Context: an optimization exercise on an open-source flow, tuned for small area, a short achievable clock period and few clock cycles per item. The choices shown serve that exercise and are no tape-out recipe. At most, simulation tests tie the RTL to the original design; equivalence was not proved. No functional check of the RTL was part of run 2. In every run shown here, the design's own scripts or RTL, not TritonCTS, make the clock network. No driver is modelled on the clock port, so clock power and skew are understated where the tree is cut down; a real chip needs a root buffer or a tree. Power figures rest on the tool's default switching activity, not on a simulated workload.

==> flow/design.v <==
module xt1_c1_enc (
  input  wire       clk,
  input  wire       rst,         
  input  wire       in_valid,
  output wire       in_ready,
  input  wire [7:0] in_data,     
  output reg        out_valid,
  output reg  [7:0] out_data     
);
  reg  [4:0] phase;              
  reg  [9:0] cnt;                
  reg        rdy;                
  reg        rdy_n;              
  reg        clr_rev;            
  reg        sh_rev;             
  reg        oact;               
  reg  [1:0] orev;               
  assign in_ready = rdy;
  wire acc    = in_valid && !rdy_n;
  wire ph_end = (phase == 5'd31);
  wire last   = ph_end && (cnt[9:5] == 5'd31);
  always @(posedge clk) begin
    if (rst) begin
      phase   <= 5'd0;
      cnt     <= 10'd0;
      rdy     <= 1'b1;
      rdy_n   <= 1'b0;
      clr_rev <= 1'b1;
      sh_rev  <= 1'b0;
      oact    <= 1'b0;
      orev    <= 2'd0;
    end else begin
      phase <= phase + 5'd1;
      if (acc) begin
        cnt   <= cnt + 10'd1;
        rdy   <= !last;
        rdy_n <= last;
      end else begin
        rdy   <= (phase + 5'd1 == cnt[4:0]) && (!oact || (orev == 2'd3 && ph_end));
        rdy_n <= !((phase + 5'd1 == cnt[4:0]) && (!oact || (orev == 2'd3 && ph_end)));
      end
      if (ph_end) begin
        clr_rev <= oact && (orev == 2'd3);
        sh_rev  <= acc && (cnt[9:5] != 5'd31);
      end
      if (acc && last) begin
        oact <= 1'b1;
        orev <= 2'd0;
      end else if (oact && ph_end) begin
        orev <= orev + 2'd1;
        if (orev == 2'd3)
          oact <= 1'b0;
      end
    end
  end
  wire [7:0] gd = acc ? in_data : 8'd0;
  reg  [255:0] x0, x1, x2, x3;
  function [7:0] rot;
    input [7:0] s0, b1, b2;
    input integer d;
    reg [23:0] w;
    begin
      w   = {s0, b1, b2};
      rot = w[16 - d +: 8];
    end
  endfunction
  reg [7:0] p1_1, p1_2, p1_3, p2_3;
  always @(posedge clk) begin
    p1_1 <= x1[7:0];
    p1_2 <= x2[7:0];
    p1_3 <= x3[7:0];
    p2_3 <= p1_3;
  end
  wire ph0  = (phase == 5'd0);
  wire ph01 = (phase[4:1] == 4'd0);
  wire [7:0] b1_1 = ph0  ? x1[255:248] : p1_1;
  wire [7:0] b1_2 = ph0  ? x2[255:248] : p1_2;
  wire [7:0] b1_3 = ph0  ? x3[255:248] : p1_3;
  wire [7:0] b2_3 = ph01 ? x3[247:240] : p2_3;
  wire [7:0] w0 = clr_rev ? 8'd0 : x0[7:0];
  wire [7:0] w1 = clr_rev ? 8'd0 : sh_rev ? rot(x1[7:0], b1_1, 8'd0, 2)  : x1[7:0];
  wire [7:0] w2 = clr_rev ? 8'd0 : sh_rev ? rot(x2[7:0], b1_2, 8'd0, 6)  : x2[7:0];
  wire [7:0] w3 = clr_rev ? 8'd0 : sh_rev ? rot(x3[7:0], b1_3, b2_3, 14) : x3[7:0];
  always @(posedge clk) begin
    x0 <= {w0 ^ gd, x0[255:8]};
    x1 <= {w1 ^ gd, x1[255:8]};
    x2 <= {w2 ^ gd, x2[255:8]};
    x3 <= {w3 ^ gd, x3[255:8]};
  end
  reg [8:0] pp;                  
  reg [7:0] l0, l1, l3;
  integer   b;
  always @* begin
    for (b = 0; b < 9; b = b + 1)
      pp[b] = x0[b] ^ x1[(b + 63) % 256] ^ x2[(b + 189) % 256] ^ x3[(b + 185) % 256];
    for (b = 0; b < 8; b = b + 1) begin
      l0[b] = x0[b];
      l1[b] = x1[(b + 63) % 256];
      l3[b] = x3[(b + 185) % 256];
    end
  end
  always @(posedge clk) begin
    if (rst)
      out_valid <= 1'b0;
    else
      out_valid <= oact;
    case (orev)
      2'd0: out_data <= pp[7:0];
      2'd1: out_data <= l0 ^ pp[8:1];
      2'd2: out_data <= l0 ^ l1 ^ pp[8:1];
      default: out_data <= l3 ^ pp[8:1];
    endcase
  end
endmodule
==> flow/flow/run.sh <==
#!/bin/bash
# Own layout flow: the standard flow (standard.sh) with
#  - port buffers of a fast cell instead of the default pick,
set -euo pipefail
W=$(pwd)
F=$W/flow
source $F/knobs.sh
export BUFFER_PORTS_ARGS="-buffer_cell $PORT_BUF"
export PRE_CTS_TCL=$F/pre_cts.tcl
export POST_CTS_TCL=$F/post_cts.tcl
export MYTREE_DIR=$F MYTREE_NLEAF MYTREE_NROOT MYTREE_LEAF MYTREE_ROOT
export SETUP_EXTRA_MARGIN
bash standard.sh > $W/standard_flow.log 2>&1
==> flow/flow/knobs.sh <==
PORT_BUF=sky130_fd_sc_hd__buf_4
MYTREE_NLEAF=64
MYTREE_NROOT=4
MYTREE_LEAF=sky130_fd_sc_hd__clkbuf_8
MYTREE_ROOT=sky130_fd_sc_hd__buf_16
SETUP_EXTRA_MARGIN=7.3
==> flow/flow/mytree.tcl <==
# Two-level clock tree built by hand: the clock port drives NROOT root
# buffers, each drives the leaf buffers of its part of the die, and each leaf
# buffer drives the flip-flops of one cluster (k-means on their positions).
proc mytree_build {nleaf nroot leafcell rootcell} {
  set db [ord::get_db]
  set block [ord::get_db_block]
  set clknet [$block findNet clk]
  set sinks {}
  set xs {}
  set ys {}
  foreach it [$clknet getITerms] {
    set inst [$it getInst]
    set b [$inst getBBox]
    lappend sinks $it
    lappend xs [expr {([$b xMin] + [$b xMax]) / 2.0}]
    lappend ys [expr {([$b yMin] + [$b yMax]) / 2.0}]
  }
  set n [llength $sinks]
  puts "mytree: $n sinks"
  # k-means, seeded by a grid over the sinks' bounding box
  set x0 [tcl::mathfunc::min {*}$xs]; set x1 [tcl::mathfunc::max {*}$xs]
  set y0 [tcl::mathfunc::min {*}$ys]; set y1 [tcl::mathfunc::max {*}$ys]
  set g [expr {int(ceil(sqrt($nleaf)))}]
  set cx {}; set cy {}
  for {set i 0} {$i < $nleaf} {incr i} {
    set gx [expr {$i % $g}]; set gy [expr {$i / $g}]
    lappend cx [expr {$x0 + ($gx + 0.5) * ($x1 - $x0) / $g}]
    lappend cy [expr {$y0 + ($gy + 0.5) * ($y1 - $y0) / ceil(double($nleaf) / $g)}]
  }
  set cap [expr {int(ceil(1.15 * $n / $nleaf))}]
  for {set iter 0} {$iter < 30} {incr iter} {
    # assign, with a cap on cluster size: sinks in order of distance
    set cand {}
    for {set s 0} {$s < $n} {incr s} {
      set sx [lindex $xs $s]; set sy [lindex $ys $s]
      for {set k 0} {$k < $nleaf} {incr k} {
        set d [expr {abs($sx - [lindex $cx $k]) + abs($sy - [lindex $cy $k])}]
        lappend cand [list $d $s $k]
      }
    }
    set cand [lsort -real -index 0 $cand]
    set asg [lrepeat $n -1]
    set cnt [lrepeat $nleaf 0]
    set left $n
    foreach c $cand {
      lassign $c d s k
      if {[lindex $asg $s] >= 0} continue
      if {[lindex $cnt $k] >= $cap} continue
      lset asg $s $k
      lset cnt $k [expr {[lindex $cnt $k] + 1}]
      incr left -1
      if {$left == 0} break
    }
    set sx [lrepeat $nleaf 0.0]; set sy [lrepeat $nleaf 0.0]
    for {set s 0} {$s < $n} {incr s} {
      set k [lindex $asg $s]
      lset sx $k [expr {[lindex $sx $k] + [lindex $xs $s]}]
      lset sy $k [expr {[lindex $sy $k] + [lindex $ys $s]}]
    }
    set moved 0
    for {set k 0} {$k < $nleaf} {incr k} {
      set c [lindex $cnt $k]
      if {$c == 0} continue
      set nx [expr {[lindex $sx $k] / $c}]; set ny [expr {[lindex $sy $k] / $c}]
      set moved [expr {$moved + abs($nx - [lindex $cx $k]) + abs($ny - [lindex $cy $k])}]
      lset cx $k $nx; lset cy $k $ny
    }
    if {$moved < 1000} break
  }
  puts "mytree: k-means done after $iter iterations, cluster sizes $cnt"
  # roots: split leaves into nroot groups by angle around the die center
  set die [$block getDieArea]
  set mx [expr {([$die xMin] + [$die xMax]) / 2.0}]
  set my [expr {([$die yMin] + [$die yMax]) / 2.0}]
  set lm [$db findMaster $leafcell]
  set rm [$db findMaster $rootcell]
  set lw [$lm getWidth]; set lh [$lm getHeight]
  set rw [$rm getWidth]; set rh [$rm getHeight]
  set order {}
  for {set k 0} {$k < $nleaf} {incr k} {
    if {[lindex $cnt $k] == 0} continue
    lappend order [list [expr {atan2([lindex $cy $k] - $my, [lindex $cx $k] - $mx)}] $k]
  }
  set order [lsort -real -index 0 $order]
  set nl [llength $order]
  set leafbuf {}
  for {set k 0} {$k < $nleaf} {incr k} {
    if {[lindex $cnt $k] == 0} { lappend leafbuf {}; continue }
    set inst [odb::dbInst_create $block $lm "mytree_leaf_$k"]
    $inst setLocation [expr {int([lindex $cx $k] - $lw / 2)}] [expr {int([lindex $cy $k] - $lh / 2)}]
    $inst setPlacementStatus PLACED
    set net [odb::dbNet_create $block "mytree_leafnet_$k"]
    $net setSigType CLOCK
    [$inst findITerm X] connect $net
    lappend leafbuf $inst
  }
  for {set s 0} {$s < $n} {incr s} {
    set it [lindex $sinks $s]
    set k [lindex $asg $s]
    $it disconnect
    $it connect [[[lindex $leafbuf $k] findITerm X] getNet]
  }
  for {set r 0} {$r < $nroot} {incr r} {
    set lo [expr {$r * $nl / $nroot}]; set hi [expr {($r + 1) * $nl / $nroot}]
    set ax 0.0; set ay 0.0
    for {set j $lo} {$j < $hi} {incr j} {
      set k [lindex $order $j 1]
      set ax [expr {$ax + [lindex $cx $k]}]; set ay [expr {$ay + [lindex $cy $k]}]
    }
    set ax [expr {$ax / ($hi - $lo)}]; set ay [expr {$ay / ($hi - $lo)}]
    set inst [odb::dbInst_create $block $rm "mytree_root_$r"]
    $inst setLocation [expr {int($ax - $rw / 2)}] [expr {int($ay - $rh / 2)}]
    $inst setPlacementStatus PLACED
    [$inst findITerm A] connect $clknet
    set net [odb::dbNet_create $block "mytree_rootnet_$r"]
    $net setSigType CLOCK
    [$inst findITerm X] connect $net
    for {set j $lo} {$j < $hi} {incr j} {
      set k [lindex $order $j 1]
      [[lindex $leafbuf $k] findITerm A] connect $net
    }
    puts "mytree: root $r drives [expr {$hi - $lo}] leaves"
  }
  $clknet setSigType CLOCK
}
==> flow/flow/outflops.tcl <==
# Put the flip-flop that drives each output port's buffer right beside that
# buffer, so that the clock-to-output path has no long wire; detailed
# placement legalises them afterwards.
proc place_out_flops {} {
  set block [ord::get_db_block]
  foreach bt [$block getBTerms] {
    if {[$bt getIoType] ne "OUTPUT"} continue
    set buf ""
    foreach it [[$bt getNet] getITerms] {
      if {[[$it getMTerm] getIoType] eq "OUTPUT"} { set buf [$it getInst] }
    }
    if {$buf eq ""} continue
    set ff ""
    set n2 [[$buf findITerm A] getNet]
    if {$n2 eq "NULL" || $n2 eq ""} continue
    foreach it [$n2 getITerms] {
      if {[[$it getMTerm] getIoType] eq "OUTPUT"} { set ff [$it getInst] }
    }
    if {$ff eq ""} continue
    if {![string match "*df*" [[$ff getMaster] getName]]} continue
    set bb [$buf getBBox]
    set w [[$ff getMaster] getWidth]
    set die [$block getDieArea]
    set cx [expr {([$die xMin] + [$die xMax]) / 2}]
    if {[$bb xMin] > $cx} {
      set x [expr {[$bb xMin] - $w}]
    } else {
      set x [$bb xMax]
    }
    $ff setLocation $x [$bb yMin]
    puts "outflops: [$ff getName] beside [$buf getName] for [$bt getName]"
  }
}
==> flow/flow/post_cts.tcl <==
# Extra setup repair after CTS: aim for slack well beyond the 10 ns clock.
estimate_parasitics -placement
repair_timing -setup -setup_margin $::env(SETUP_EXTRA_MARGIN) -repair_tns 100 -verbose
detailed_placement
check_placement -verbose
report_worst_slack -max
==> flow/flow/pre_cts.tcl <==
# Build the clock tree by hand (see mytree.tcl) and turn the ORFS call of
# clock_tree_synthesis into a no-op; the rest of the CTS step (legalisation,
# timing repair) runs as usual.
source $::env(MYTREE_DIR)/outflops.tcl
place_out_flops
source $::env(MYTREE_DIR)/mytree.tcl
mytree_build $::env(MYTREE_NLEAF) $::env(MYTREE_NROOT) $::env(MYTREE_LEAF) $::env(MYTREE_ROOT)
rename clock_tree_synthesis orfs_clock_tree_synthesis
proc clock_tree_synthesis {args} { puts "clock tree built by mytree.tcl" }
==> flow/standard.sh <==
#!/bin/bash
# synth_recipe.tcl (not shown) runs the flow's synth.tcl, then flattens the netlist and writes it again
# the make line also repeats each setting of config.mk as NAME=value (left out here)
make -C /OpenROAD-flow-scripts/flow DESIGN_CONFIG=/design/flow/config.mk WORK_HOME=/design/flow/orfs CLKGATE_MAP_FILE= SYNTH_SCRIPT=/design/flow/synth_recipe.tcl "${@:-finish}"
==> flow/config.mk <==
export PLATFORM = sky130hd
export DESIGN_NAME = xt1_c1_enc
export DESIGN_NICKNAME = xt1_c1_enc
export VERILOG_FILES = /design/flow/design.v
export SDC_FILE = /design/flow/constraint.sdc
export NUM_CORES = 4
export LEC_CHECK = 0
export CAP_MARGIN = 20
export CORE_MARGIN = 2
export CORE_UTILIZATION = 55
export PLACE_DENSITY = 0.65
export SLEW_MARGIN = 20
==> flow/constraint.sdc <==
create_clock -name core_clock -period 10.0 [get_ports {clk}]
set_input_delay 2.0000 -clock core_clock [delete_from_list [all_inputs] [get_ports {clk}]]
set_output_delay 2.0000 -clock core_clock [all_outputs]
set_load 0.01 [all_outputs]
==> out/summary.txt, run 1 <==
EDFF count, synth - 0
Internal Power - 5330 uW
Max Clk Rate - 0.356 GHz
Initial Util - 56.1%
Critical path's slowest cell - dfxtp_1
Cells after synthesis - 1394
Worst Skew - 0.0384 ns
Final nets - 1487
Area Overhead vs Synth - 7.86%
Via count - 8797
Sequential Power Share - 71.6%
Final Hold Viols - 0
Vias per cell - 4.39
Crit path kind - reg -> out
Syn_nets - 1413
Worst hold path cell count - 0
Ratio of cells with drive above 1 in the final layout - 7.64%
Yosys warns - 1
Initial antenna violation count - 2
Fin cells - 2006
Net Sw Power - 1250 uW
Clock share of power - 26.4%
Synth top area cells - dfxtp_1, xnor2_1, nand2_1
Drt first pass iters - 4
Setup_tns - 0 ns
Crit end category - output port
Max cap viols - 0
Seq cells post-synth - 1077
Depth of the worst register-to-register path - 6
Critical path required time - 8.00 ns
Initial drt markers - 491
RSZ-0062 raised after global routing - false
Top-area cell type share of the netlist area - 91.3%
GRT Overall Usage - 12.6%
Clock slew at reported path FFs - 0.10 ns
Min Clock Period, post-route - 2.81 ns
First-pass GRT wire length - 44300 um
VDD IR max - 0.182 mV
Worst flop-to-flop path startpoint - orev[0]
Port buffer count - 20
Drt total wl - 28000 um
Most frequent cells in the layout - dfxtp_1, xnor2_1, clkbuf_8, nand2_1, nor2_1
Outcome - no timing/DRC/antenna violations
DP Cell Count - 1935
Final worst-path cycle share - 28.1%
Part of the power in combinational logic - 2.0%
Critical Path Fanout Max - 1
Worst Hold Class - reg -> reg
Post-synth cell types - 39
Core area - 42100 um2
Boundary Pins - 21
Detailed placer's ending HPWL - 17000 um
Sw Ratio - 19.0%
Max Slew Vio Count - 0
Synth area leader - dfxtp_1
Most common library cell in the layout ignoring fill and taps - dfxtp_1
Startpoint types - flop
CP Data Arrival Time - 0.81 ns
Flop-to-flop setup slack - 7.53 ns
Chip Height - 211 um
Worst slew pin tran - 0.753 ns
GRT Residual Overflow - 0
Final setup viols - 0
HP Start - x0[92]
Worst Path Buf+Inv - 1
Asr flop ratio synth - 0%
RePlAce Congestion - 0.801
CP max stage delay - 0.32 ns
Number of global-route vias before repair - 8406
Syn avg cell area - 16.9 um2
R2r endpoint - out_data[3]
P per Cell Area - 258 nW/um2
Leakage Power - 0.0102 uW
Largest net degree at the start of global routing - 34
Synth Flop Type - dfxtp_1
Die Wd - 211 um
Rel. slew slack - 49.7%
DRT antenna net count - 0
Skew-Pair Late Insertion Delay - 0.37 ns
Crit. Startpoint - out_data[7]
FP Rows - 75
Hold EP - x0[84]
WL per Instance - 14.0 um
Worst path cell trace - buf_4
DR DRC count - 0
CP delay by family, top - flip-flops
Post-Syn Area - 23600 um2
Die footprint - 44600 um2
Critical path depth in cells - 1
Post-synthesis sequential area ratio - 91.3%
layer usage:
layer	GRT usage, %	vias up	routed length [um]
met2	18.7	151	11400
met1	19.0	4108	14100
met3	2.01	67	1660
li1	-	4471	-
met5	0	-	0
met4	3.84	0	903
cells in the mapped netlist (all sizes together) (2+ instances only):
master	count
nor2b	15
a21oi	2
nand4	3
ha	8
nand2b	8
and3	5
clkbuf	14
o211ai	7
nand2	58
mux2i	9
inv	6
xor2	14
xnor2	70
nor4	3
buf	6
dfxtp	1077
nand3	10
nor2	38
o21ai	8
nor3	4
a311oi	16
worst max-delay path by stage:
| stage | to | slack (ns) |
|---|---|---|
| final | out_data[7] | 7.19 |
| after global routing | out_data[7] | 7.14 |
| after detailed placement | x2[249] | 6.99 |
| after global placement | cnt[4] | 7.05 |
| after floorplan | x2[250] | 7.07 |
layout make-up:
class                      count  area [um2]
antenna                        1        2.50
buffer                        66         963
fill                        3104       16600
inverter                       6        22.5
multi-input combinational    291        2040
sequential                  1077       21600
tap                          539         674
timing repair buffer          26         223
stage by stage:
| step | power (uW) | hold slack, ns | cell area (um2) | utilization [%] | worst slack (ns) |
|---|---|---|---|---|---|
| 2_1_floorplan | 4850 | 0.310 | 23600 | - | 7.07 |
| 3_3_place_gp | 4930 | 0.310 | 24400 | 57.9 | 7.05 |
| 3_5_place_dp | 4940 | 0.312 | 24400 | 57.9 | 6.99 |
| 5_1_grt | 6860 | 0.299 | 25500 | 60.5 | 7.14 |
| 6_report | 6580 | 0.294 | 25500 | 60.5 | 7.19 |
state kept, by name, summed over array words and instances, names as in the netlist, 2 cells and up:
register	cells
x0	256
x1	256
x2	256
x3	256
cnt	10
out_data	8
p1_3	8
p1_2	6
p2_3	6
phase	5
orev	2
p1_1	2
power groups by stage:
| stage | Combinational (uW) | Sequential (uW) | Clock [uW] |
|---|---|---|---|
| finish | 134 | 4710 | 1730 |
| global route | 147 | 4750 | 1970 |
| detailed placement | 125 | 4820 | 0 |
| global placement | 123 | 4810 | 0 |
| floorplan | 78.4 | 4770 | 0 |
logic make-up (layout without fill, tap and decap cells):
| group | after synthesis | count (layout) | share of synthesized area, % |
|---|---|---|---|
| DFF | 1077 | 1077 | 91.3 |
| buffers and inverters | 26 | 98 | 0.466 |
| xor gates and xnor gates | 84 | 84 | 3.11 |
| muxes | 9 | 9 | 0.381 |
| other | 0 | 1 | 0 |
| adders and majority gates | 8 | 8 | 0.424 |
| AOI/OAI and AO/OA | 39 | 39 | 1.27 |
| and+or+nand+nor | 151 | 151 | 3.09 |
Testbench counts, summed over its fixed seeds: cycles 55,296, codewords 48.
==> run 2: changes to the inputs <==
==> flow/design.v (replaced) <==
module xt1_c1_enc (
  input  wire       clk,
  input  wire       rst,         
  input  wire       in_valid,
  output wire       in_ready,
  input  wire [7:0] in_data,     
  output reg        out_valid,
  output reg  [7:0] out_data     
);
  reg  [4:0] phase;              
  reg  [9:0] cnt;                
  reg        rdy;                
  reg        rdy_n;              
  reg        clr_rev;            
  reg        sh_rev;             
  reg        bc_rev;             
  reg        bcd;                
  reg        oact;               
  reg  [1:0] orev;               
  assign in_ready = rdy;
  wire acc    = in_valid && !rdy_n;
  wire ph_end = (phase == 5'd31);
  wire last   = ph_end && (cnt[9:5] == 5'd31);
  wire [9:0] cn1 = cnt + 10'd1;
  wire [9:0] cn0 = cnt;
  wire       oa1 = last || (oact && !(orev == 2'd3 && ph_end));
  wire       oa0 = oact && !(orev == 2'd3 && ph_end);
  wire [1:0] orp = (oact && ph_end) ? orev + 2'd1 : orev;
  wire [1:0] or1 = last ? 2'd0 : orp;
  wire [1:0] or0 = orp;
  wire       bs1 = ph_end && !bcd && (cn1 == 10'd32) && !oa1;
  wire       bs0 = ph_end && !bcd && (cn0 == 10'd32) && !oa0;
  wire       bd1 = last ? 1'b0 : (bcd || bs1);
  wire       bd0 = bcd || bs0;
  wire       r1  = ((cn1[9:5] == 5'd0) ? !(oa1 && or1 == 2'd0) : bd1);
  wire       r0  = (phase + 5'd1 == cnt[4:0])
                && ((cn0[9:5] == 5'd0) ? !(oa0 && or0 == 2'd0) : bd0);
  always @(posedge clk) begin
    if (rst) begin
      phase   <= 5'd0;
      cnt     <= 10'd0;
      rdy     <= 1'b1;
      rdy_n   <= 1'b0;
      clr_rev <= 1'b1;
      sh_rev  <= 1'b0;
      bc_rev  <= 1'b0;
      bcd     <= 1'b0;
      oact    <= 1'b0;
      orev    <= 2'd0;
    end else begin
      phase <= phase + 5'd1;
      if (acc)
        cnt <= cnt + 10'd1;
      rdy   <= acc ? r1 : r0;
      rdy_n <= acc ? !r1 : !r0;
      oact  <= acc ? oa1 : oa0;
      orev  <= acc ? or1 : or0;
      bcd   <= acc ? bd1 : bd0;
      if (ph_end) begin
        clr_rev <= oact && (orev == 2'd0);
        sh_rev  <= acc && (cnt[9:5] != 5'd31) && (cnt[9:5] != 5'd0);
        bc_rev  <= acc ? bs1 : bs0;
      end
    end
  end
  wire [7:0] gd3 = acc ? in_data : 8'd0;                        
  wire [7:0] gd  = (acc && cnt[9:5] != 5'd0) ? in_data : 8'd0;  
  reg  [255:0] x0, x1, x2, x3;
  function [7:0] rot;
    input [7:0] s0, b1, b2;
    input integer d;
    reg [23:0] w;
    begin
      w   = {s0, b1, b2};
      rot = w[16 - d +: 8];
    end
  endfunction
  reg [7:0] p1_1, p1_2, p1_3, p2_3;
  always @(posedge clk) begin
    p1_1 <= x1[7:0];
    p1_2 <= x2[7:0];
    p1_3 <= x3[7:0];
    p2_3 <= p1_3;
  end
  wire ph0  = (phase == 5'd0);
  wire ph01 = (phase[4:1] == 4'd0);
  wire [7:0] b1_1 = ph0  ? x1[255:248] : p1_1;
  wire [7:0] b1_2 = ph0  ? x2[255:248] : p1_2;
  wire [7:0] b1_3 = ph0  ? x3[255:248] : p1_3;
  wire [7:0] b2_3 = ph01 ? x3[247:240] : p2_3;
  reg  [8:0] pp;                 
  reg        sp0;                
  integer    b;
  always @* begin
    for (b = 0; b < 9; b = b + 1)
      pp[b] = x0[b] ^ x1[(b + 63) % 256] ^ x2[(b + 189) % 256] ^ x3[(b + 185) % 256];
  end
  always @(posedge clk)
    if (ph0)
      sp0 <= pp[0];
  wire [7:0] pq  = {ph_end ? sp0 : pp[8], pp[7:1]};    
  wire [7:0] l0  = x0[7:0];
  wire [7:0] l1  = x1[70:63];
  wire [7:0] l2  = x2[196:189];
  wire [7:0] l3  = x3[192:185];
  wire [7:0] p33 = l0 ^ pq;
  wire [7:0] p34 = p33 ^ l1;
  wire [7:0] p35 = l3 ^ pq;
  wire       ip  = oact && (orev == 2'd0);              
  wire [7:0] w3 = clr_rev ? 8'd0
                : (sh_rev || bc_rev) ? rot(x3[7:0], b1_3, b2_3, 14) : x3[7:0];
  wire [7:0] w0 = bc_rev ? x3[7:0] : ip ? p33 : x0[7:0];
  wire [7:0] w1 = bc_rev ? rot(x3[7:0], b1_3, 8'd0, 2)
                : sh_rev ? rot(x1[7:0], b1_1, 8'd0, 2) : x1[7:0];
  wire [7:0] w2 = bc_rev ? rot(x3[7:0], b1_3, 8'd0, 6)
                : sh_rev ? rot(x2[7:0], b1_2, 8'd0, 6) : x2[7:0];
  always @(posedge clk) begin
    x0 <= {w0 ^ gd, x0[255:8]};
    x1 <= {w1 ^ gd, x1[255:71], ip ? p34 : l1, x1[62:8]};
    x2 <= {w2 ^ gd, x2[255:197], ip ? p35 : l2, x2[188:8]};
    x3 <= {w3 ^ gd3, x3[255:8]};
  end
  always @(posedge clk) begin
    if (rst)
      out_valid <= 1'b0;
    else
      out_valid <= oact;
    case (orev)
      2'd0: out_data <= pp[7:0];
      2'd1: out_data <= l0;
      2'd2: out_data <= l1;
      default: out_data <= l2;
    endcase
  end
endmodule
==> flow/flow/knobs.sh (replaced) <==
PORT_BUF=sky130_fd_sc_hd__buf_4
MYTREE_NLEAF=40
MYTREE_NROOT=4
MYTREE_LEAF=sky130_fd_sc_hd__clkbuf_16
MYTREE_ROOT=sky130_fd_sc_hd__buf_16
SETUP_EXTRA_MARGIN=7.3
==> out/summary.txt, run 2 <==
Final nets - 1600
Largest net degree at the start of global routing - 41
Die Wd - 216 um
Port buffer count - 20
Worst path cell trace - buf_6 > nor2b_4 > buf_6 > nor4_2 > nand3_1 > buf_6 > o32ai_4 > o22ai_2 > o31a_1
Final worst-path cycle share - 30.4%
Initial Util - 55.8%
Most frequent cell after synthesis - dfxtp_1
Worst Path Buf+Inv - 3
Max Slew Vio Count - 0
Post-synth cell types - 48
Synth top area cells - dfxtp_1, xnor2_1, xor2_1
P per Cell Area - 242 nW/um2
Core area - 44200 um2
Placed instance area - 25400 um2
Rel. slew slack - 35.6%
Number of global-route vias before repair - 9422
Post-Syn Area - 24700 um2
Most used cell, CP - buf_6
Critical path depth in cells - 9
Max Clk Rate - 0.329 GHz
Worst flop-to-flop path startpoint - phase[0]
First-pass GRT wire length - 51000 um
Yosys warns - 1
Chip Height - 216 um
Ratio of cells with drive above 1 in the final layout - 6.92%
R2r endpoint - rdy_n
Post-Synth Adder-Cell Area - 0.558%
Drt first pass iters - 4
Syn_nets - 1559
Critical path required time - 10.21 ns
Crit. Startpoint - in_valid
Vias per cell - 4.47
Outcome - no timing/DRC/antenna violations
Mux contribution to synthesized area - 1.34%
Drt total wl - 32100 um
Worst Skew - 0.0595 ns
Synth Flop Type - dfxtp_1
Clock slew at reported path FFs - 0.10 ns
Crit end category - flop
Final setup viols - 0
Leakage Power - 0.0105 uW
VDD IR max - 0.185 mV
Crit path kind - in -> reg
Initial drt markers - 511
Synth area leader - dfxtp_1
Design area - 26700 um2
N_diodes - 0
RSZ-0062 raised after global routing - false
Largest family of logic cells by synthesized area - XOR/XNOR gates
CP max stage delay - 0.21 ns
Min Clock Period, post-route - 3.04 ns
Synth Area in XOR/XNOR - 3.90%
WL per Instance - 14.8 um
Detailed placer's ending HPWL - 19400 um
FP Rows - 77
Skew-Pair Late Insertion Delay - 0.38 ns
Flop-to-flop setup slack - 7.10 ns
RePlAce Congestion - 0.781
Final Hold Viols - 0
Syn avg cell area - 16.1 um2
Commonest cells post-synth - dfxtp_1, xnor2_1, xor2_1
Most common library cell in the layout ignoring fill and taps - dfxtp_1
DR DRC count - 0
Depth of the worst register-to-register path - 9
Initial antenna violation count - 1
Setup_tns - 0 ns
Die footprint - 46600 um2
Top-area cell type share of the netlist area - 87.5%
Critical path's slowest cell - o32ai_4
Compound-Gate Fraction of Synth Area - 2.45%
Post-Synth Simple-Gate Area - 3.23%
CP delay by family, top - compound AO/OA/AOI/OAI gates
GRT Overall Usage - 13.7%
EDFF count, synth - 1
Startpoint types - input port
Crit path to - rdy_n
Seq cells post-synth - 1080
Critical Path Fanout Max - 2
Post-synthesis sequential area ratio - 87.6%
Most frequent cells in the layout - dfxtp_1, xnor2_1, xor2_1, nor2_1, nand2_1
Cells after synthesis - 1537
CP Data Arrival Time - 3.25 ns
Area Overhead vs Synth - 8.33%
Asr flop ratio synth - 0%
Boundary Pins - 21
Via count - 9691
Worst Hold Class - reg -> reg
DRT antenna net count - 0
Worst slew pin tran - 0.964 ns
Max cap viols - 0
GRT Residual Overflow - 0
-- run 2: changes by cell type in the layout (fill, tap and decap cells not counted), sizes merged, moves of 12 or more --
| cell | before | now |
|---|---|---|
| a211oi | 1 | 13 |
| a21oi | 2 | 29 |
| a311oi | 16 | 0 |
| clkbuf | 62 | 40 |
| mux2i | 9 | 24 |
| o21ai | 8 | 31 |
| xor2 | 14 | 51 |
-- run 2: per-stage QoR --
step	util, %	setup slack, ns	power (uW)	cells	hold slack [ns]
global route	60.5	6.85	6690	2168	0.318
floorplan	-	6.70	4600	1537	0.310
detailed placement	57.5	6.36	4640	2117	0.312
finish	60.5	6.96	6460	2168	0.310
global placement	57.5	6.41	4630	2117	0.310
-- run 2: worst min path at each step --
stage / start / endpoint / slack (ns) / cells past startpoint
after floorplan: x0[108] / x0[100] / 0.31 / 0
after global placement: x3[58] / x3[50] / 0.31 / 0
after detailed placement: x0[78] / x0[70] / 0.31 / 0
after global routing: x2[53] / x2[45] / 0.32 / 0
final: x1[151] / x1[143] / 0.31 / 0
-- run 2: cell type report --
class	count	area, um2
tap	592	741
fill	3310	17500
timing repair buffer	30	262
sequential	1080	21600
buffer	44	1110
multi-input combinational	408	2940
inverter	14	52.6
-- run 2: per-layer routing --
layer / wire length, um / global-route usage, %
met5: 0 / 0
met4: 1070 / 4.09
met3: 1320 / 1.47
met1: 16300 / 20.5
met2: 13400 / 21.2
-- run 2: logic make-up after synthesis --
kind of cell / after synthesis
muxes: 32
DFF: 1080
buffers and inverters: 49
adders and majority gates: 11
xor gates and xnor gates: 110
AOI/OAI and AO/OA: 95
and+or+nand+nor: 160
-- run 2: report_power, final --
part | internal (uW) | switching [uW] | total (uW)
combinational | 42.6 | 45.0 | 87.7
clock | 809 | 1110 | 1910
sequential | 4420 | 39.3 | 4460

==> separate check: timing with driven ports <==
The results above use ideal ports. As a check the final layouts listed here were re-extracted and re-timed, cells and wires unchanged. Step 1 assumes that a clkbuf_16 drives the clock port and a buf_2 every other input. Step 2 times the ports against the registers' clock, not the clock port: input delays grow and output delays shrink by t, the midpoint of the rising clock arrivals with the driver on. Three values: ideal, step 1, step 2; two values: the first two.
| run | t (ns) | setup slack, ns | pins driven straight from the clock port |
|---|---|---|---|
| run 1 | 0.483 | 7.192 / 7.063 / 7.089 | 4 |
| run 2 | 0.477 | 6.960 / 7.040 / 6.582 | 4 |
After both steps setup and hold are still met in every run listed. The setup slack of run 2, which loses most, moves by +0.080 ns with the drivers and by -0.378 ns with both steps.
